Context: an optimization exercise on an open-source flow, tuned for small area. The choices shown serve that exercise and are no tape-out recipe. Function was checked by simulation only, so behaviour that the tests miss may differ from the original.

==> design/flow/design.v <==
module hall_add #(
    parameter W = 32
) (
    input  wire [W-1:0] a,
    input  wire [W-1:0] b,
    input  wire         ci,
    output wire [W-1:0] s,
    output wire         co
);
    wire [W:0] c;
    assign c[0] = ci;
    genvar i;
    generate
        for (i = 0; i < W; i = i + 1) begin : g_bit
            assign s[i]   = a[i] ^ b[i] ^ c[i];
            assign c[i+1] = (a[i] & b[i]) | (c[i] & (a[i] ^ b[i]));
        end
    endgenerate
    assign co = c[W];
endmodule
module hall_tracker (
    input  wire        clk,
    input  wire        rst,
    input  wire        hdir,
    input  wire [10:0] hofs,
    input  wire [8:0]  spdto,
    input  wire [6:0]  invmax,
    input  wire [15:0] cpmm,
    input  wire        cmd_valid,
    output wire        cmd_ready,
    input  wire [1:0]  cmd_op,
    input  wire [31:0] cmd_tgate,
    input  wire [2:0]  cmd_hst,
    input  wire        cmd_ovf,
    input  wire [1:0]  cmd_ne,
    input  wire [31:0] cmd_ts0,
    input  wire [2:0]  cmd_st0,
    input  wire [31:0] cmd_ts1,
    input  wire [2:0]  cmd_st1,
    input  wire [31:0] cmd_delta,
    output reg  [2:0]  hstate,
    output reg  [2:0]  sector,
    output reg         still,
    output reg         dir,
    output reg  [1:0]  posq,
    output reg         hinv,
    output reg         hflt,
    output reg         hskip,
    output reg         spdsat,
    output reg         edgeovr,
    output reg         nots,
    output reg  [15:0] raw,
    output reg  [31:0] track,
    output reg  [31:0] pos,
    output reg  [15:0] spd,
    output reg  [15:0] v4,
    output reg  [31:0] edget,
    output wire [31:0] edgei,
    output reg  [10:0] elpos,
    output reg  [7:0]  frac,
    output reg  [7:0]  invcnt,
    output reg  [7:0]  skipcnt,
    output reg  [7:0]  ovrcnt,
    output reg  [7:0]  misscnt
);
    localparam OP_FRAME   = 2'd0;
    localparam OP_MISSED  = 2'd1;
    localparam OP_REHOME  = 2'd2;
    localparam [5:0] S_IDLE = 6'd0,
                     S_TO   = 6'd1,
                     S_REC  = 6'd2,
                     S_E1   = 6'd3,
                     S_E2   = 6'd4,
                     S_E3   = 6'd5,
                     S_SDIV = 6'd6,
                     S_SFIN = 6'd7,
                     S_POST = 6'd8,
                     S_SY1  = 6'd9,
                     S_SY2  = 6'd10,
                     S_SY3  = 6'd11,
                     S_FR0  = 6'd12,
                     S_FR1  = 6'd13,
                     S_FR2  = 6'd14,
                     S_FR3  = 6'd15,
                     S_FRD  = 6'd16,
                     S_D1   = 6'd17,
                     S_D2   = 6'd18,
                     S_D3   = 6'd19,
                     S_V1   = 6'd20,
                     S_V2   = 6'd21,
                     S_V3   = 6'd22,
                     S_V4   = 6'd23,
                     S_V5   = 6'd24,
                     S_V6   = 6'd25,
                     S_V7   = 6'd26,
                     S_V8   = 6'd27,
                     S_V9   = 6'd28,
                     S_P1   = 6'd29,
                     S_P2   = 6'd30,
                     S_P3   = 6'd31,
                     S_P4   = 6'd32,
                     S_P5   = 6'd33,
                     S_P6   = 6'd34,
                     S_P7   = 6'd35,
                     S_P8   = 6'd36,
                     S_RH   = 6'd37,
                     S_P9   = 6'd38,
                     S_VA   = 6'd39,
                     S_VB   = 6'd40,
                     S_CLR  = 6'd41,
                     S_RAW  = 6'd42,
                     S_PST2 = 6'd43;
    localparam [37:0] K1 = 38'd100000000000;    
    reg [5:0] st;
    reg [5:0] cnt;
    assign cmd_ready = (st == S_IDLE);
    wire   clr = (st == S_CLR);
    reg        missed;
    reg [31:0] yr;           
    reg [2:0]  st0r, st1r;
    reg [1:0]  ne_r;
    reg [1:0]  ri;
    reg        ref_ok, seen, lastpos, first, tlast_ok, hist_ok;
    reg [1:0]  nival;
    reg [25:0] ival0, ival1;
    reg        ez;           
    reg [7:0]  invrun;
    reg [3:0]  rs_cur;
    reg [1:0]  dw_cur;
    reg [3:0]  rs1, rs2, rs3;
    reg [1:0]  dw1, dw2, dw3;
    reg [8:0]  g0, g1, g2, g3;
    reg        inval_e, inval_l, neg_r, two_r, sat, q1b, dbsel, sgn, divgo, rnd;
    reg [15:0] ra;
    reg [31:0] rb;
    assign edgei = {6'd0, ival0 & {26{!ez}}};
    wire [25:0] acc = {elpos[9:0], v4};
    function [3:0] sector_of;
        input [2:0] s;
        case (s)
            3'b001: sector_of = {1'b1, 3'd0};
            3'b011: sector_of = {1'b1, 3'd1};
            3'b010: sector_of = {1'b1, 3'd2};
            3'b110: sector_of = {1'b1, 3'd3};
            3'b100: sector_of = {1'b1, 3'd4};
            3'b101: sector_of = {1'b1, 3'd5};
            default: sector_of = 4'd0;
        endcase
    endfunction
    wire        rec_edge  = (ri < ne_r);
    wire [2:0]  rec_state = rec_edge ? (ri[0] ? st1r : st0r) : hstate;
    wire [3:0]  rec_dec   = sector_of(rec_state);
    wire        rec_valid = rec_dec[3];
    wire [2:0]  rec_sec   = rec_dec[2:0];
    wire [2:0]  rec_d     = (rec_sec >= sector) ? (rec_sec - sector)
                                                : (rec_sec + 3'd6 - sector);
    wire        rec_two   = (rec_d == 3'd2) || (rec_d == 3'd4);
    wire        rec_up    = (rec_d == 3'd1) || (rec_d == 3'd2);
    wire        rec_neg   = rec_up ? hdir : ~hdir;
    wire [3:0]  rec_cnt   = rec_neg ? (rec_two ? 4'hE : 4'hF) : (rec_two ? 4'd2 : 4'd1);
    wire        rec_count = rec_valid && ref_ok && (rec_d != 3'd0) && (rec_d != 3'd3);
    function [7:0] inc8;
        input [7:0] v;
        reg c;
        integer i;
        begin
            c = ~&v;
            for (i = 0; i < 8; i = i + 1) begin
                inc8[i] = v[i] ^ c;
                c = c & v[i];
            end
        end
    endfunction
    wire [7:0] inc_in = (st == S_IDLE) ? (cmd_op[0] ? misscnt : ovrcnt) :
                        (st == S_REC)  ? skipcnt :
                        (st == S_POST) ? invcnt : invrun;
    wire [7:0] inc_out = inc8(inc_in);
    function [5:0] inc6;
        input [5:0] v;
        reg c;
        integer i;
        begin
            c = 1'b1;
            for (i = 0; i < 6; i = i + 1) begin
                inc6[i] = v[i] ^ c;
                c = c & v[i];
            end
        end
    endfunction
    reg         sa_bit;
    wire [16:0] sa_num  = {ra, sa_bit};
    wire [16:0] sa_diff;
    wire        sa_ge;
    hall_add #(.W(17)) u_sa (.a(sa_num), .b(~{1'b0, cpmm}), .ci(1'b1), .s(sa_diff), .co(sa_ge));
    wire [15:0] sa_rem  = sa_ge ? sa_diff[15:0] : sa_num[15:0];
    wire [38:0] kv   = {K1, 1'b0};
    reg         kbit;
    integer     kk;
    always @* begin
        kbit = 1'b0;
        for (kk = 0; kk < 38; kk = kk + 1)
            if (cnt == kk) kbit = two_r ? kv[37 - kk] : kv[38 - kk];
    end
    localparam [3:0] A_ZERO = 4'd0, A_RB = 4'd1, A_RBSH = 4'd2, A_POS = 4'd3,
                     A_Y = 4'd4, A_ACC = 4'd5, A_CPMM = 4'd6, A_HI = 4'd7, A_LP = 4'd11,
                     A_RAW = 4'd8, A_TRACK = 4'd9;
    localparam [3:0] B_ZERO = 4'd0, B_EDGET = 4'd1, B_DB = 4'd2, B_ASH2 = 4'd3,
                     B_RS = 4'd4, B_G0 = 4'd5, B_SPD = 4'd6, B_RA = 4'd7,
                     B_FRAC = 4'd8, B_HOFS = 4'd9, B_1536 = 4'd10, B_RB = 4'd11;
    reg  [3:0]  asel, bsel;
    reg         ginv, gcin;
    reg  [2:0]  hi3;
    reg         dbx;
    reg  [2:0]  rsel;
    reg  [3:0]  rsx;
    wire [2:0]  rsa = rsx[3] ? (3'd0 - rsx[2:0]) : rsx[2:0];
    wire        rsn = rsx[3];
    reg  [31:0] ga, gb;
    reg         asc;     
    wire [25:0] dbv  = (dbsel | dbx) ? ival1 : ival0;
    always @* begin
        case (rsel)
            3'd0: rsx = rs1;
            3'd1: rsx = rs2;
            3'd2: rsx = rs3;
            3'd3: rsx = rs_cur;
            default: rsx = neg_r ? (two_r ? 4'hE : 4'hF) : (two_r ? 4'd2 : 4'd1);
        endcase
    end
    always @* begin
        case (asel)
            A_RB:    ga = rb;
            A_RBSH:  ga = {rb[30:0], q1b};
            A_POS:   ga = pos;
            A_Y:     ga = yr;
            A_ACC:   ga = {6'd0, acc};
            A_CPMM:  ga = {16'd0, cpmm};
            A_HI:    ga = {21'd0, hi3, 8'd0};
            A_LP:    ga = {31'd0, !lastpos};
            A_RAW:   ga = {16'd0, raw};
            A_TRACK: ga = track;
            default: ga = 32'd0;
        endcase
        case (bsel)
            B_EDGET: gb = edget;
            B_DB:    gb = {6'd0, dbv};
            B_ASH2:  gb = {ga[29:0], 2'b00};
            B_RS:    gb = {29'd0, rsa};          
            B_G0:    gb = {23'd0, g0};
            B_SPD:   gb = {16'd0, spd};
            B_RA:    gb = {16'd0, ra};
            B_FRAC:  gb = {24'd0, frac};
            B_HOFS:  gb = {21'd0, hofs};
            B_1536:  gb = 32'd1536;
            B_RB:    gb = rb;
            default: gb = 32'd0;
        endcase
    end
    wire [31:0] gout;
    wire        gco;
    hall_add #(.W(32)) u_ga (.a(ga), .b(gb ^ {32{ginv}}), .ci(gcin), .s(gout), .co(gco));
    wire        ovf_p = !ga[31] && !(gb[31] ^ ginv) &&  gout[31];
    wire        ovf_n =  ga[31] &&  (gb[31] ^ ginv) && !gout[31];
    wire [1:0]  dW = dw1 + dw2 + dw3 + dw_cur;
    wire [3:0]  rs_add;
    hall_add #(.W(4)) u_rs (.a(rs_cur), .b(rec_cnt), .ci(1'b0), .s(rs_add), .co());
    always @* begin
        asel = A_ZERO; bsel = B_ZERO; ginv = 1'b0; gcin = 1'b0;
        hi3 = 3'd0; rsel = 3'd4; dbx = 1'b0; sa_bit = 1'b0;
        case (st)
            S_TO:   begin asel = A_ACC; bsel = B_ASH2; end
            S_RAW:  begin asel = A_RAW; bsel = B_RS; ginv = rsn; gcin = rsn; end
            S_E1:   begin asel = ri[0] ? A_Y : A_RB; bsel = B_EDGET; ginv = 1'b1; gcin = 1'b1; end
            S_E2:   begin asel = A_ACC; bsel = B_RB; ginv = 1'b1; gcin = 1'b1; end
            S_E3:   begin asel = A_RB; bsel = B_EDGET; end
            S_SDIV: begin
                if (cnt != 6'd0) begin
                    asel = A_RBSH; bsel = B_DB; ginv = 1'b1; gcin = 1'b1;
                end
                sa_bit = kbit;
            end
            S_SFIN: begin bsel = B_SPD; ginv = neg_r; gcin = neg_r; end
            S_SY1:  begin asel = A_POS; bsel = B_EDGET; ginv = 1'b1; gcin = 1'b1; end
            S_SY2:  begin asel = A_ACC; bsel = B_RB; ginv = 1'b1; gcin = 1'b1; end
            S_SY3:  begin asel = A_TRACK; bsel = B_RS; rsel = 3'd3; ginv = rsn; gcin = rsn; end
            S_FR0:  begin bsel = B_DB; end
            S_FR1:  begin asel = A_RB; bsel = B_DB; dbx = 1'b1; ginv = 1'b1; gcin = 1'b1; end
            S_FR2:  begin asel = A_POS; bsel = B_DB; ginv = 1'b1; gcin = 1'b1; end
            S_FR3:  begin asel = A_POS; end
            S_FRD:  begin asel = A_RBSH; bsel = B_DB; ginv = 1'b1; gcin = 1'b1; end
            S_D1:   begin asel = A_HI; hi3 = sector + {2'd0, !asc}; bsel = B_HOFS; end
            S_D2:   begin asel = A_RB; bsel = B_FRAC; ginv = !asc; gcin = !asc; end
            S_D3:   begin asel = A_RB; bsel = B_1536; ginv = 1'b1; gcin = 1'b1; end
            S_V1:   begin asel = A_LP; bsel = B_RS; rsel = 3'd0; ginv = rsn; gcin = rsn; end
            S_V2:   begin asel = A_RB; bsel = B_RS; rsel = {1'b0, cnt[1:0]}; ginv = rsn; gcin = rsn; end
            S_VA:   begin asel = A_RB; bsel = B_FRAC; ginv = !lastpos; gcin = !lastpos; end
            S_VB:   begin asel = A_RB; bsel = B_G0; ginv = 1'b1; gcin = 1'b1; end
            S_V4:   begin bsel = B_RB; ginv = rb[31]; gcin = rb[31]; end
            S_V5:   begin asel = A_RB; bsel = B_ASH2; end
            S_V7:   begin sa_bit = rb[31]; end
            S_V8:   begin bsel = B_RB; ginv = neg_r; gcin = neg_r; end
            S_V9:   begin asel = A_HI; hi3 = {2'd0, !lastpos}; bsel = B_FRAC; ginv = !lastpos; gcin = !lastpos; end
            S_P1:   begin asel = A_TRACK; end
            S_P2:   begin sa_bit = pos[31] ^ sgn; end
            S_P3:   begin asel = sgn ? A_CPMM : A_ZERO; bsel = B_RA; ginv = sgn; end
            S_P4:   begin asel = A_RB; bsel = B_ASH2; end
            S_P5:   begin asel = A_POS; bsel = B_ASH2; end
            S_P7:   begin sa_bit = cnt[5] ? 1'b0 : rb[31]; end
            S_P8:   begin asel = A_POS; bsel = B_RB; gcin = rnd; end
            S_RH:   begin asel = A_TRACK; bsel = B_RB; end
            default: ;
        endcase
    end
    always @(posedge clk) begin
        if (rst) st <= S_CLR;
        else case (st)
            S_CLR:  st <= S_IDLE;
            S_IDLE: if (cmd_valid) begin
                case (cmd_op)
                    OP_FRAME, OP_MISSED: st <= S_TO;
                    OP_REHOME:           st <= S_RH;
                    default:             ;
                endcase
            end
            S_TO:   if (cnt == 6'd4) st <= missed ? S_SY1 : S_REC;
            S_REC:  if (rec_count) st <= S_RAW;
                    else if (ri == ne_r) st <= S_POST;
            S_RAW:  if (rec_edge) st <= S_E1;
                    else if (ri == ne_r) st <= S_POST;
                    else st <= S_REC;
            S_E1:   st <= S_E2;
            S_E2:   st <= S_E3;
            S_E3:   st <= divgo ? S_SDIV : S_REC;
            S_SDIV: if (cnt == 6'd38) st <= S_SFIN;
            S_SFIN: st <= S_REC;
            S_POST: st <= S_PST2;
            S_PST2: st <= S_SY1;
            S_SY1:  st <= S_SY2;
            S_SY2:  st <= S_SY3;
            S_SY3:  st <= S_FR0;
            S_FR0:  st <= (seen && !still && !nots && nival != 2'd0) ? S_FR1 : S_D1;
            S_FR1:  st <= S_FR2;
            S_FR2:  st <= gco ? S_D1 : S_FR3;
            S_FR3:  st <= S_FRD;
            S_FRD:  if (cnt == 6'd7) st <= S_D1;
            S_D1:   st <= S_D2;
            S_D2:   st <= S_D3;
            S_D3:   st <= S_V1;
            S_V1:   st <= hist_ok ? S_V2 : S_V9;
            S_V2:   if (cnt == 6'd3) st <= S_V3;
            S_V3:   if (cnt == 6'd7) st <= S_VA;
            S_VA:   st <= S_VB;
            S_VB:   st <= S_V4;
            S_V4:   st <= (still || dW != 2'd0) ? S_V9 : S_V5;
            S_V5:   if (cnt == 6'd6) st <= S_V6;
            S_V6:   if (cnt == 6'd2) st <= S_V7;
            S_V7:   if (cnt == 6'd27) st <= S_V8;
            S_V8:   st <= S_V9;
            S_V9:   if (hist_ok || cnt == 6'd3) st <= S_P1;
            S_P1:   st <= S_P2;
            S_P2:   if (cnt == 6'd31) st <= S_P3;
            S_P3:   st <= S_P4;
            S_P4:   if (cnt == 6'd2) st <= S_P5;
            S_P5:   if (cnt == 6'd2) st <= S_P6;
            S_P6:   if (cnt == 6'd2) st <= S_P7;
            S_P7:   if (cnt == 6'd34) st <= S_P9;
            S_P9:   st <= S_P8;
            S_P8:   st <= S_IDLE;
            S_RH:   st <= S_P1;
            default: st <= S_IDLE;
        endcase
    end
    always @(posedge clk) begin
        case (st)
            S_TO, S_SDIV, S_FRD, S_V2, S_V3, S_V5, S_V6, S_V7,
            S_P2, S_P4, S_P5, S_P6, S_P7: begin
                if ((st == S_TO   && cnt == 6'd4)  || (st == S_SDIV && cnt == 6'd38) ||
                    (st == S_FRD  && cnt == 6'd7)  || (st == S_V3  && cnt == 6'd7)  ||
                    (st == S_V2   && cnt == 6'd3)  ||
                    (st == S_V5   && cnt == 6'd6)  || (st == S_V6  && cnt == 6'd2)  ||
                    (st == S_V7   && cnt == 6'd27) || (st == S_P2  && cnt == 6'd31) ||
                    (st == S_P4   && cnt == 6'd2)  || (st == S_P5  && cnt == 6'd2)  ||
                    (st == S_P6   && cnt == 6'd2)  || (st == S_P7  && cnt == 6'd34))
                    cnt <= 6'd0;
                else
                    cnt <= inc6(cnt);
            end
            S_V1:   cnt <= {5'd0, hist_ok};
            S_V9:   cnt <= inc6(cnt);
            default: cnt <= 6'd0;
        endcase
    end
    always @(posedge clk) begin
        case (st)
            S_IDLE: if (cmd_valid) begin
                rb      <= (cmd_op == OP_REHOME) ? cmd_delta : cmd_ts0;
                yr      <= cmd_ts1;
                st0r    <= cmd_st0;
                st1r    <= cmd_st1;
                ne_r    <= (cmd_ne > 2'd2) ? 2'd2 : cmd_ne;
                ri      <= 2'd0;
                inval_e <= 1'b0;
                inval_l <= 1'b0;
                dbsel   <= 1'b0;
                missed  <= cmd_op[0];
                rs_cur  <= 4'd0;
            end
            S_REC: begin
                if (!rec_count) ri <= ri + 2'd1;
                if (!rec_valid) begin
                    if (rec_edge) inval_e <= 1'b1;
                    else          inval_l <= 1'b1;
                end
                if (rec_count) begin
                    rs_cur <= rs_add;
                    neg_r  <= rec_neg;
                    two_r  <= rec_two;
                end
            end
            S_RAW: if (!rec_edge) ri <= ri + 2'd1;
            S_E1: rb <= gout;                
            S_E2: begin
                divgo <= !(!tlast_ok || still || !gco || first);
                if (!(!tlast_ok || still || !gco || first)) begin
                    ival1 <= ival0;
                    ival0 <= rb[25:0];
                end
            end
            S_E3: begin
                ra  <= 16'd0;
                q1b <= 1'b0;
                sat <= 1'b0;
                if (!divgo) ri <= ri + 2'd1;
            end
            S_SDIV: begin
                if (cnt != 6'd38) begin
                    ra  <= sa_rem;
                    q1b <= sa_ge;
                end
                if (cnt == 6'd0)
                    rb <= gout;              
                else
                    rb <= gco ? gout : {rb[30:0], q1b};
                if (cnt != 6'd0 && gco && cnt <= 6'd23) sat <= 1'b1;
            end
            S_SFIN: ri <= ri + 2'd1;
            S_SY1:  rb <= gout;              
            S_SY3: begin
                asc <= !seen || (lastpos != hdir);
                if (ovf_n)      dw_cur <= dw_cur + 2'd1;
                else if (ovf_p) dw_cur <= dw_cur - 2'd1;
            end
            S_FR0:  rb <= gout;              
            S_FR1:  dbsel <= (nival == 2'd2) && !gco;
            S_FR3: begin
                rb  <= gout;
                q1b <= 1'b0;
            end
            S_FRD:  rb <= gco ? gout : {rb[30:0], 1'b0};
            S_V1: begin
                rb <= gout;
                if (!hist_ok) begin
                    rs_cur <= 4'd0;
                    dw_cur <= 2'd0;
                end
            end
            S_D1, S_D2, S_V2, S_VA, S_VB, S_V5, S_P3, S_P4: rb <= gout;
            S_V3:   rb <= {rb[30:0], 1'b0};
            S_V4: begin
                neg_r <= rb[31];
                rb    <= gout;
            end
            S_V6: begin
                rb <= {rb[30:0], 1'b0};
                ra <= 16'd0;
            end
            S_V7, S_P7: begin
                ra <= sa_rem;
                rb <= {rb[30:0], sa_ge};
            end
            S_V9: begin
                g0 <= g1; g1 <= g2; g2 <= g3;
                rs1 <= rs2; rs2 <= rs3; rs3 <= rs_cur;
                dw1 <= dw2; dw2 <= dw3; dw3 <= dw_cur;
                g3     <= gout[8:0];
                dw_cur <= 2'd0;
            end
            S_P1: begin
                sgn <= track[31];
                ra  <= 16'd0;
            end
            S_P2:   ra <= sa_rem;
            S_P6:   ra <= 16'd0;
            S_P9:   rnd <= sa_ge;            
            S_RH: begin
                if (ovf_n)      dw_cur <= dw_cur + 2'd1;
                else if (ovf_p) dw_cur <= dw_cur - 2'd1;
            end
            default: ;
        endcase
    end
    always @(posedge clk) begin
        case (st)
            S_CLR: begin
                hstate   <= 3'd0;  sector <= 3'd0; still <= 1'b1; dir <= 1'b0;
                posq     <= 2'd0;  hinv   <= 1'b0; hflt  <= 1'b0; hskip <= 1'b0;
                spdsat   <= 1'b0;  edgeovr <= 1'b0; nots <= 1'b0;
                raw      <= gout[15:0]; track <= gout; pos <= gout;
                spd      <= gout[15:0]; v4 <= gout[15:0];
                edget    <= gout;  ez <= 1'b1; elpos <= gout[10:0]; frac <= 8'd128;
                invcnt   <= 8'd0;  skipcnt <= 8'd0; ovrcnt <= 8'd0; misscnt <= 8'd0;
                ref_ok   <= 1'b0;  seen   <= 1'b0; lastpos <= 1'b1; first <= 1'b0;
                tlast_ok <= 1'b0;  hist_ok <= 1'b0; nival <= 2'd0;
                invrun   <= 8'd0;
            end
            S_IDLE: if (cmd_valid) begin
                case (cmd_op)
                OP_FRAME, OP_MISSED: begin
                    {hinv, hflt, hskip, spdsat, edgeovr} <= 5'd0;
                    pos <= cmd_tgate;
                    {elpos[9:0], v4} <= {12'd0, spdto, 5'd0};
                    if (cmd_op == OP_FRAME) begin
                        hstate <= cmd_hst;
                        if (cmd_ovf) begin
                            edgeovr <= 1'b1;
                            ovrcnt  <= inc_out;
                        end
                    end else begin
                        misscnt <= inc_out;
                        nots    <= 1'b1;
                        first   <= 1'b1;
                    end
                end
                OP_REHOME: ;
                default: begin
                    ref_ok  <= 1'b0;
                    seen    <= 1'b0;
                    frac    <= 8'd128;
                    lastpos <= 1'b1;
                end
                endcase
            end
            S_TO: {elpos[9:0], v4} <= gout[25:0];
            S_REC: begin
                if (!rec_valid) begin
                end else if (!ref_ok) begin
                    sector <= rec_sec;
                    ref_ok <= 1'b1;
                end else if (rec_d == 3'd3) begin
                    hskip   <= 1'b1;
                    skipcnt <= inc_out;
                    if (posq == 2'd2) posq <= 2'd1;
                    sector  <= rec_sec;
                    nots    <= 1'b1;
                    first   <= 1'b1;
                end else if (rec_d != 3'd0) begin
                    sector  <= rec_sec;
                    seen    <= 1'b1;
                    lastpos <= !rec_neg;
                    dir     <= rec_neg;
                    if (!rec_edge) begin
                        nots  <= 1'b1;
                        first <= 1'b1;
                    end
                end
            end
            S_E2: begin
                if (!tlast_ok || still || !gco) begin
                    spd   <= 16'd0;
                    ez    <= 1'b1;
                    nival <= 2'd0;
                    frac  <= 8'd0;
                end else if (first) begin
                    frac  <= 8'd0;
                    ez    <= 1'b1;
                end
                still    <= 1'b0;
                first    <= 1'b0;
                tlast_ok <= 1'b1;
            end
            S_RAW: raw <= gout[15:0];
            S_E3: edget <= gout;
            S_SDIV: if (cnt != 6'd0) spd <= {spd[14:0], gco};
            S_SFIN: begin
                if (sat) begin
                    spd    <= neg_r ? 16'h8001 : 16'h7FFF;
                    spdsat <= 1'b1;
                end else begin
                    spd    <= gout[15:0];
                end
                ez    <= 1'b0;
                nival <= {nival[1] | nival[0], ~nival[1] & ~nival[0]};
                nots  <= 1'b0;
            end
            S_POST: begin
                if (inval_e || inval_l) begin
                    hinv   <= 1'b1;
                    invcnt <= inc_out;
                end
            end
            S_PST2: begin
                if (inval_l) begin
                    invrun <= inc_out;
                    if (inc_out == {1'b0, invmax}) begin
                        hflt <= 1'b1;
                        if (posq == 2'd2) posq <= 2'd1;
                    end
                end else begin
                    invrun <= 8'd0;
                end
            end
            S_SY1: pos <= gout;              
            S_SY2: if (tlast_ok && !still && !gco) begin
                still <= 1'b1;
                spd   <= 16'd0;
            end
            S_SY3: track <= gout;
            S_FR0: if (seen && !still && !nots && nival == 2'd0) frac <= 8'd0;
            S_FR2: if (gco) frac <= 8'd255;
            S_FRD: frac <= {frac[6:0], gco};
            S_D3:  elpos <= gco ? gout[10:0] : rb[10:0];
            S_V1:  if (!hist_ok) v4 <= 16'd0;
            S_V4:  if (still)
                       v4 <= 16'd0;
                   else if (dW != 2'd0)
                       v4 <= (dW == 2'd3 || (dW == 2'd2 && !rb[31])) ? 16'h8001 : 16'h7FFF;
            S_V8:  if (|rb[27:15])
                       v4 <= neg_r ? 16'h8001 : 16'h7FFF;
                   else
                       v4 <= gout[15:0];
            S_V9:  if (hist_ok || cnt == 6'd3) hist_ok <= 1'b1;
            S_P1:  pos <= gout;              
            S_P2:  pos <= {pos[30:0], sa_ge ^ sgn};
            S_P5:  pos <= gout;
            S_P6:  pos <= {pos[30:0], 1'b0};
            S_P8:  pos <= gout;
            S_RH: begin
                track <= gout;
                posq  <= 2'd2;
            end
            default: ;
        endcase
    end
endmodule
==> design/flow/flow/run.sh <==
#!/bin/bash
# Standard layout, with plain buf_1 cells as the port buffers.
set -euo pipefail
export BUFFER_PORTS_ARGS="-buffer_cell sky130_fd_sc_hd__buf_1"
bash standard.sh > standard.log 2>&1
==> design/flow/standard.sh <==
#!/bin/bash
# synth_recipe.tcl (not shown) runs the flow's synth.tcl, then flattens the netlist and writes it again
# the make line also repeats each setting of config.mk as NAME=value (left out here)
make -C /OpenROAD-flow-scripts/flow DESIGN_CONFIG=/design/flow/config.mk WORK_HOME=/design/flow/orfs CLKGATE_MAP_FILE= SYNTH_SCRIPT=/design/flow/synth_recipe.tcl "${@:-finish}"
==> design/flow/config.mk <==
export PLATFORM = sky130hd
export DESIGN_NAME = hall_tracker
export DESIGN_NICKNAME = hall_tracker
export VERILOG_FILES = /design/flow/design.v
export SDC_FILE = /design/flow/constraint.sdc
export NUM_CORES = 4
export LEC_CHECK = 0
export ABC_AREA = 1
export CAP_MARGIN = 20
export CORE_MARGIN = 2
export CORE_UTILIZATION = 60
export CTS_BUF_LIST = sky130_fd_sc_hd__clkbuf_8
export CTS_CLUSTER_DIAMETER = 40
export CTS_CLUSTER_SIZE = 20
export SLEW_MARGIN = 20
==> design/flow/constraint.sdc <==
create_clock -name core_clock -period 20.0 [get_ports {clk}]
set_input_delay 4.0000 -clock core_clock [delete_from_list [all_inputs] [get_ports {clk}]]
set_output_delay 4.0000 -clock core_clock [all_outputs]
set_load 0.01 [all_outputs]
==> out/metrics.json, run 1 <==
{
  "final_layout_size_suffix_gt1_frac": {"value": 0.08323},
  "cts_tree": {"value": "yes"},
  "floorplan.initialDensity": {"value": 0.6056},
  "worstPathBufferInverterCount": {"value": 8},
  "die-width": {"value": 209.3, "unit": "um"},
  "fmaxAchievable": {"value": 0.05157, "unit": "GHz"},
  "grt.busiest_layer": {"value": "met2"},
  "clk_pin_slew_worst_paths": {"value": 80, "unit": "ps"},
  "ios": {"value": 433},
  "synthArstFlopShare": {"value": 0},
  "finish.instance_area": {"value": 28990, "unit": "um2"},
  "cp_top_family": {"value": "adder cells"},
  "finalWirelength": {"value": 109.4, "unit": "mm"},
  "grt_max_degree": {"value": 61},
  "synth.top_cell.area_share": {"value": 0.5248},
  "drtIter0Drc": {"value": 4955},
  "run_status": {"value": "no timing/DRC/antenna violations"},
  "gr-total-overflow": {"value": 0},
  "num_vias": {"value": 24958},
  "postCtsSetupBuffers": {"value": 0},
  "drt_pre_antenna_iters": {"value": 10},
  "grt_antenna_before_repair": {"value": 8},
  "finalCritPeriodShare": {"value": 0.9696},
  "synthDominantAreaCellType": {"value": "edfxtp_1"},
  "edff_count_synth": {"value": 442},
  "cp_slowest_cell": {"value": "fa_1"},
  "cp.arrival": {"value": 19760, "unit": "ps"},
  "finalWorstPathRequiredPeriod": {"value": 19390, "unit": "ps"},
  "die_ht": {"value": 209.3, "unit": "um"},
  "h-tree-depth": {"value": 3},
  "placement_rows": {"value": 75},
  "cts-root-to-sink-buffers": {"value": 3},
  "fillCellCount": {"value": 3161},
  "synth_cells": {"value": 2707},
  "synthFlopType": {"value": "edfxtp_1"},
  "placed_area": {"value": 27490, "unit": "um2"},
  "rsz0062_at_grt": {"value": "no"},
  "relSlewSlack": {"value": 0.2777},
  "req_time_crit_path": {"value": 20370, "unit": "ps"},
  "final_net_count": {"value": 3402},
  "cts_resized": {"value": 0},
  "io_buffer_count": {"value": 426},
  "grt.total_usage": {"value": 0.4910},
  "clock_sinks": {"value": 454},
  "dp_hpwl": {"value": 82.22, "unit": "mm"},
  "tritoncts.num_buffers": {"value": 66},
  "worst-slew-pin-transition": {"value": 1083, "unit": "ps"},
  "seq_area_frac_synth": {"value": 0.5343},
  "timing_max_transition_violations_final": {"value": 0},
  "avgRoutedWirePerCell": {"value": 29.32, "unit": "um"},
  "path_class_of_the_lowest_slack_min_delay_path": {"value": "reg -> reg"},
  "clock_insertion_delay_at_the_later_pin_of_the_skew_report": {"value": 700, "unit": "ps"},
  "gr-usage-met2": {"value": 0.6676},
  "ant_nets": {"value": 0},
  "netlist_top_cells_area": {"value": "edfxtp_1, nand2_1, nor2_1"},
  "ctsRootBufferMaster": {"value": "clkbuf_8"},
  "post_synthesis_instance_area": {"value": 25290, "unit": "um2"},
  "die-area": {"value": 43810, "unit": "um2"},
  "hold_violations": {"value": 0},
  "start_kind": {"value": "input pin"},
  "synth-seq-cells": {"value": 454},
  "synthesis.area_per_instance": {"value": 9.342, "unit": "um2"},
  "yosys.cell_types.count": {"value": 61},
  "setup-violations-final": {"value": 0},
  "crit_path_end_kind": {"value": "register"},
  "grt_first_pass_wirelength": {"value": 153.7, "unit": "mm"},
  "drt-vias-per-instance": {"value": 6.688},
  "postCtsHoldBufs": {"value": 0},
  "gp_congestion": {"value": 1.055},
  "drcViolationCount": {"value": 0},
  "groute.layer.met1.usage": {"value": 0.6569},
  "area_delta_synth_final": {"value": 14.62, "unit": "%"},
  "max_cap_violations": {"value": 0},
  "critical_path_class": {"value": "in -> reg"},
  "use_met3": {"value": 0.2273},
  "critPathMaxStageDelay": {"value": 480, "unit": "ps"},
  "grt_pass1_vias": {"value": 23161},
  "timing.critical_path.fanout_max": {"value": 16},
  "worst_path_most_repeated_cell": {"value": "fa_1"},
  "tns": {"value": 0, "unit": "ps"},
  "synth_warnings": {"value": 1},
  "design.core.area": {"value": 41760, "unit": "um2"},
  "finalClockSkew": {"value": 48.26, "unit": "ps"}
}
## cells in the final DEF (no fill, tap or decap), types with 26 or more instances in the layout
cell type,netlist,routed
nand2_1,605,605
edfxtp_1,442,442
buf_1,9,426
nor2_1,305,303
inv_1,284,290
nand3_1,192,191
o21ai_0,139,138
a21oi_1,89,88
clkbuf_8,0,68
a22oi_1,61,61
buf_4,7,50
fa_1,51,47
inv_2,32,32
nor3_1,32,31
o221ai_1,29,29
ha_1,29,29
nand4_1,26,26
a221oi_1,27,26
## final timing paths
kind	start	end	slack (ps)	cells after the start
max	cpmm[0]	spd[14]$_DFFE_PP_	610	47
min	g3[8]$_DFFE_PP_	g2[8]$_DFFE_PP_	420	0
max reg2reg	st[2]$_SDFFE_PP0P_	spd[14]$_DFFE_PP_	1490	54
min reg2reg	g3[8]$_DFFE_PP_	g2[8]$_DFFE_PP_	420	0
## sequential cells by signal (all words and copies together), names as in the netlist, 26 cells and up
signal and flops:
yr 32, pos 32, ival0 26, edget 32, ival1 26, rb 32
track 32
## logic make-up after synthesis
logic type | count (synthesis) | synth area share
xor gates and xnor gates | 25 | 0.008955
DFF | 454 | 0.5343
other | 1 | 0.0001483
adders and majority gates | 80 | 0.05472
buffers and inverters | 445 | 0.07001
AOI/OAI and AO/OA | 464 | 0.1194
and+or+nand+nor | 1211 | 0.2007
muxes | 27 | 0.01173
## worst register-to-register path, delay by kind of cell, from the launching register on
family	cells	cell delay (ps)
compound gates	1	280
fa+ha+maj	32	13690
buf+inv	9	1430
flops	1	360
simple gates	12	2460
## cells in the mapped netlist, drive strengths merged (10+ instances only)
cell and count:
fa 51, a22oi 61, o21ai 156, buf 58, xnor2 15, o211ai 24, nand3 195, dfxtp 12
mux2 21, nand4 27, o22ai 12, a32oi 14, a221oi 27, a21oi 89, nor3 34, inv 317
xor2 10, nand2 612, nor4 15, clkbuf 66, o221ai 29, ha 29, nor2 313, edfxtp 442
## layout make-up
class | instances | area (um2) | share of cell area
sequential | 454 | 13510 | 0.4662
multi-input combinational | 1813 | 10110 | 0.3487
timing repair buffer | 477 | 1994 | 0.06880
inverter | 321 | 1207 | 0.04165
clock buffer | 68 | 935.9 | 0.03229
tap | 539 | 674.4 | 0.02326
clock inverter | 51 | 533.0 | 0.01839
antenna | 9 | 22.52 | 0.0007769
## metal layers
metal / wire length, um / up-vias
li1: - / 10236
met1: 37370 / 11510
met2: 43400 / 2722
met3: 21320 / 484
met4: 7190 / 6
met5: 138 / -
## per-stage QoR
stage	hold WS, ps	cells	util	worst slack [ps]
2_1_floorplan	400.3	2712	-	5.556
3_3_place_gp	400.3	3604	0.6582	185.5
3_5_place_dp	404.5	3604	0.6583	56.18
4_1_cts	417.9	3723	0.6935	714.6
5_1_grt	423.3	3727	0.6939	107.9
6_report	418.9	3732	0.6942	607.6
==> inputs of run 2 (changes only) <==
--- a/design/flow/config.mk
+++ b/design/flow/config.mk
@@ -11,5 +11,5 @@
 export CORE_UTILIZATION = 60
 export CTS_BUF_LIST = sky130_fd_sc_hd__clkbuf_8
-export CTS_CLUSTER_DIAMETER = 40
-export CTS_CLUSTER_SIZE = 20
+export CTS_CLUSTER_DIAMETER = 50
+export CTS_CLUSTER_SIZE = 18
 export SLEW_MARGIN = 20
==> run 2 against run 1 <==
Register-to-register slack improved by 20 ps. Hold slack got worse by 3.8 ps. Count of clock-buffer cells in the layout decreased by 23. Utilization decreased by 1.3 points. Synthesized cell count unchanged. Die area unchanged. Worst setup slack got worse by 19 ps. First-iteration DRC count decreased by 5.8%. Largest cell class unchanged.
==> out/metrics.json, run 2 <==
{
  "post_placement_worst_setup_slack": {"value": 56.18, "unit": "ps", "change": "unchanged"},
  "rsz0062_at_grt": {"value": "no"},
  "grt_antenna_before_repair": {"value": 7, "change": "-1"},
  "finalWorstPathRequiredPeriod": {"value": 19410, "unit": "ps", "change": "+19.00 ps"},
  "hold_violations": {"value": 0, "change": "unchanged"},
  "post_synthesis_instance_area": {"value": 25290, "unit": "um2", "change": "unchanged"},
  "floorplan.initialDensity": {"value": 0.6056, "change": "unchanged"},
  "grt_max_degree": {"value": 61, "change": "unchanged"},
  "layout.cells.most_common": {"value": "nand2_1"},
  "timing_max_transition_violations_final": {"value": 0, "change": "unchanged"},
  "clock_sinks": {"value": 454, "change": "unchanged"},
  "dpl.cell_count": {"value": 3604, "change": "unchanged"},
  "synthesis.area_per_instance": {"value": 9.342, "unit": "um2", "change": "unchanged"},
  "cts_resized": {"value": 0, "change": "unchanged"},
  "start_kind": {"value": "input pin"},
  "path_class_of_the_lowest_slack_min_delay_path": {"value": "reg -> reg"},
  "synth_top_family_by_area": {"value": "simple AND/OR/NAND/NOR gates"},
  "finish.instance_area": {"value": 28430, "unit": "um2", "change": "-1.9%"},
  "die-width": {"value": 209.3, "unit": "um", "change": "unchanged"},
  "critical_path_class": {"value": "in -> reg"},
  "holdPathStages": {"value": 0, "change": "unchanged"},
  "die_ht": {"value": 209.3, "unit": "um", "change": "unchanged"},
  "worst_path_most_repeated_cell": {"value": "fa_1"},
  "grt.total_usage": {"value": 0.4786, "change": "-0.01241"},
  "crit_path_end_kind": {"value": "register"},
  "finalHoldWorstSlack": {"value": 415.1, "unit": "ps", "change": "-3.832 ps"},
  "area_delta_synth_final": {"value": 12.41, "unit": "%"},
  "synth_adder_area_share": {"value": 0.05472, "change": "unchanged"},
  "synth_cells": {"value": 2707, "change": "unchanged"},
  "placed_area": {"value": 27490, "unit": "um2", "change": "unchanged"},
  "synth.top_cell.area_share": {"value": 0.5248, "change": "unchanged"},
  "synth_compound_area_frac": {"value": 0.1194, "change": "unchanged"},
  "ant_nets": {"value": 0, "change": "unchanged"},
  "run_status": {"value": "no timing/DRC/antenna violations"},
  "clock_insertion_delay_at_the_later_pin_of_the_skew_report": {"value": 710, "unit": "ps", "change": "about the same"},
  "edff_count_synth": {"value": 442, "change": "unchanged"},
  "seq_area_frac_synth": {"value": 0.5343, "change": "unchanged"},
  "post-synth-top-count-cell": {"value": "nand2_1"},
  "synthArstFlopShare": {"value": 0, "change": "unchanged"},
  "max_cap_violations": {"value": 0, "change": "unchanged"},
  "ctsRootBufferMaster": {"value": "clkbuf_8"},
  "relSlewSlack": {"value": 0.2133, "change": "-0.06440"},
  "worst-r2r-setup-slack": {"value": 1510, "unit": "ps", "change": "+20 ps"},
  "timing.critical_path.fanout_max": {"value": 16, "change": "unchanged"},
  "cp.arrival": {"value": 19780, "unit": "ps", "change": "+20 ps"},
  "worstHoldEndpoint": {"value": "g0[8]$_DFFE_PP_"},
  "cp_slowest_cell": {"value": "fa_1"},
  "cts-root-to-sink-buffers": {"value": 3, "change": "unchanged"},
  "gp_congestion": {"value": 1.055, "change": "unchanged"},
  "synth_top_cells_by_count": {"value": "nand2_1, edfxtp_1, nor2_1"},
  "die-area": {"value": 43810, "unit": "um2", "change": "unchanged"},
  "placement_rows": {"value": 75, "change": "unchanged"},
  "critPathMaxStageDelay": {"value": 480, "unit": "ps", "change": "about the same"},
  "start_point_of_the_worst_min_delay_path": {"value": "g1[8]$_DFFE_PP_"},
  "grt_first_pass_wirelength": {"value": 150.1, "unit": "mm", "change": "-2.4%"},
  "drt-vias-per-instance": {"value": 6.666, "change": "-0.32%"},
  "post_layout_nonfiller_instances": {"value": 3690, "change": "-1.1%"},
  "synth_simple_gate_area_frac": {"value": 0.2007, "change": "unchanged"},
  "setup-violations-final": {"value": 0, "change": "unchanged"},
  "design.core.area": {"value": 41760, "unit": "um2", "change": "unchanged"},
  "synth_warnings": {"value": 1, "change": "unchanged"},
  "gr-total-overflow": {"value": 0, "change": "unchanged"},
  "postCtsHoldBufs": {"value": 0, "change": "unchanged"},
  "grt_pass1_vias": {"value": 22634, "change": "-2.3%"},
  "synth_xor_area_frac": {"value": 0.008955, "change": "unchanged"},
  "synthFlopType": {"value": "edfxtp_1"},
  "cts_tree": {"value": "yes"},
  "synth-seq-cells": {"value": 454, "change": "unchanged"},
  "yosys.cell_types.count": {"value": 61, "change": "unchanged"},
  "dp_hpwl": {"value": 82.22, "unit": "mm", "change": "unchanged"},
  "finalClockSkew": {"value": 73.06, "unit": "ps", "change": "+24.80 ps"},
  "r2r-end": {"value": "spd[15]$_DFFE_PP_"},
  "io_buffer_count": {"value": 426, "change": "unchanged"},
  "final_net_count": {"value": 3380, "change": "-0.65%"},
  "drt_pre_antenna_iters": {"value": 12, "change": "+2"},
  "h-tree-depth": {"value": 2, "change": "-1"},
  "drtIter0Drc": {"value": 4669, "change": "-5.8%"},
  "final.setup.worst_slack": {"value": 588.6, "unit": "ps", "change": "-18.99 ps"},
  "drcViolationCount": {"value": 0, "change": "unchanged"},
  "worst_reg_to_reg_path_cell_count": {"value": 54, "change": "unchanged"},
  "synthDominantAreaCellType": {"value": "edfxtp_1"},
  "fmaxAchievable": {"value": 0.05152, "unit": "GHz", "change": "about the same"},
  "finalCritPeriodShare": {"value": 0.9706, "change": "about the same"},
  "avgRoutedWirePerCell": {"value": 29.13, "unit": "um", "change": "-0.63%"},
  "postCtsSetupBuffers": {"value": 0, "change": "unchanged"},
  "num_vias": {"value": 24597, "change": "-1.4%"},
  "ios": {"value": 433, "change": "unchanged"},
  "tns": {"value": 0, "unit": "ps", "change": "unchanged"},
  "synth.mux.area_fraction": {"value": 0.01173, "change": "unchanged"},
  "final_layout_size_suffix_gt1_frac": {"value": 0.07093, "change": "-0.01230"},
  "clk_pin_slew_worst_paths": {"value": 100, "unit": "ps", "change": "+20 ps"},
  "finalWirelength": {"value": 107.5, "unit": "mm", "change": "-1.7%"},
  "req_time_crit_path": {"value": 20370, "unit": "ps", "change": "about the same"},
  "worst-slew-pin-transition": {"value": 1180, "unit": "ps", "change": "+96.61 ps"},
  "tritoncts.num_buffers": {"value": 44, "change": "-33%"},
  "netlist_top_cells_area": {"value": "edfxtp_1, nand2_1, nor2_1"},
  "most-common-layout-cells": {"value": "nand2_1, edfxtp_1, buf_1"},
  "timing.rr.start": {"value": "st[2]$_SDFFE_PP0P_"}
}
==> run 2: final cells by class <==
cell class / count / area (um2)
Clock inverter: 34 / 294.0
Fill cell: 3267 / 13330
Tap cell: 539 / 674.4
Timing Repair Buffer: 477 / 1994
Multi-Input combinational cell: 1813 / 10110
Clock buffer: 45 / 619.3
Sequential cell: 454 / 13510
Inverter: 321 / 1207
Antenna cell: 7 / 17.52
==> run 2: kinds of logic (layout without fill, tap and decap cells) <==
family,after synthesis,after routing
other,1,13
DFF,454,454
and+or+nand+nor,1211,1211
buffers and inverters,445,877
xor gates and xnor gates,25,25
AOI/OAI and AO/OA,464,464
adders and majority gates,80,80
muxes,27,27
==> run 2: per-layer routing <==
layer  share of wire  track usage  up-vias
met2            0.39       0.6440     2506
met1            0.35       0.6523    11457
met5         0.00022            0        -
met3            0.19       0.2116      453
li1                -            -    10177
met4           0.066       0.2522        4
==> run 2: worst max path at each step <==
| stage | from | end | slack [ps] |
|---|---|---|---|
| 6_report | cpmm[0] | spd[15]$_DFFE_PP_ | 590 |
| 5_1_grt | cpmm[0] | rb[10]$_DFFE_PP_ | 100 |
| 4_1_cts | cpmm[0] | spd[15]$_DFFE_PP_ | 710 |
| 3_5_place_dp | cpmm[0] | rb[1]$_DFFE_PP_ | 60 |
| 3_3_place_gp | cpmm[0] | spd[1]$_DFFE_PP_ | 190 |
| 2_1_floorplan | hofs[0] | frac[0]$_DFFE_PP_ | 6 |
==> run 2: per-stage QoR <==
step,util
after global placement,0.6582
after floorplan,-
after global routing,0.6806
final,0.6807
after detailed placement,0.6583
after CTS,0.6802
==> run 2: worst max-delay path: cells and delay by family <==
family | cells | cell delay, ps
adder cells (fa/ha/maj) | 32 | 13750
AND/OR/NAND/NOR | 6 | 870
buffers and inverters | 8 | 860
AO/OA/AOI/OAI | 1 | 280

what the ideal ports hide:
The results above use ideal ports. As a check the final layouts listed here were re-extracted and re-timed, cells and wires unchanged. Step 1 sets driving cells, clkbuf_16 on the clock port and buf_2 on the other inputs (assumed; they add their load-dependent delay and slew). Step 2, shift: input delay + t, output delay - t, t = (earliest + latest rising clock arrival at the registers) / 2. This alone moves slack from input paths to output paths. a / b / c = ideal / step 1 / step 2; a / b = the first two.
| run | shift t [ns] | setup WS [ns] | hold WS [ns] | latest minus earliest clock arrival (ns) | slew at the worst register clock pin (ns) |
|---|---|---|---|---|---|
| run 1 | 0.728 | 0.608 / 0.599 / -0.129 | 0.419 / 0.419 / 0.419 | 0.048 / 0.048 | 0.09 / 0.09 |
| run 2 | 0.726 | 0.589 / 0.583 / -0.142 | 0.415 / 0.415 / 0.415 | 0.073 / 0.073 | 0.11 / 0.11 |
With both steps, setup timing fails in run 1 and run 2, where it was met with ideal ports. The setup slack of run 1, which loses most, moves by -0.009 ns with the drivers and by -0.737 ns with both steps.
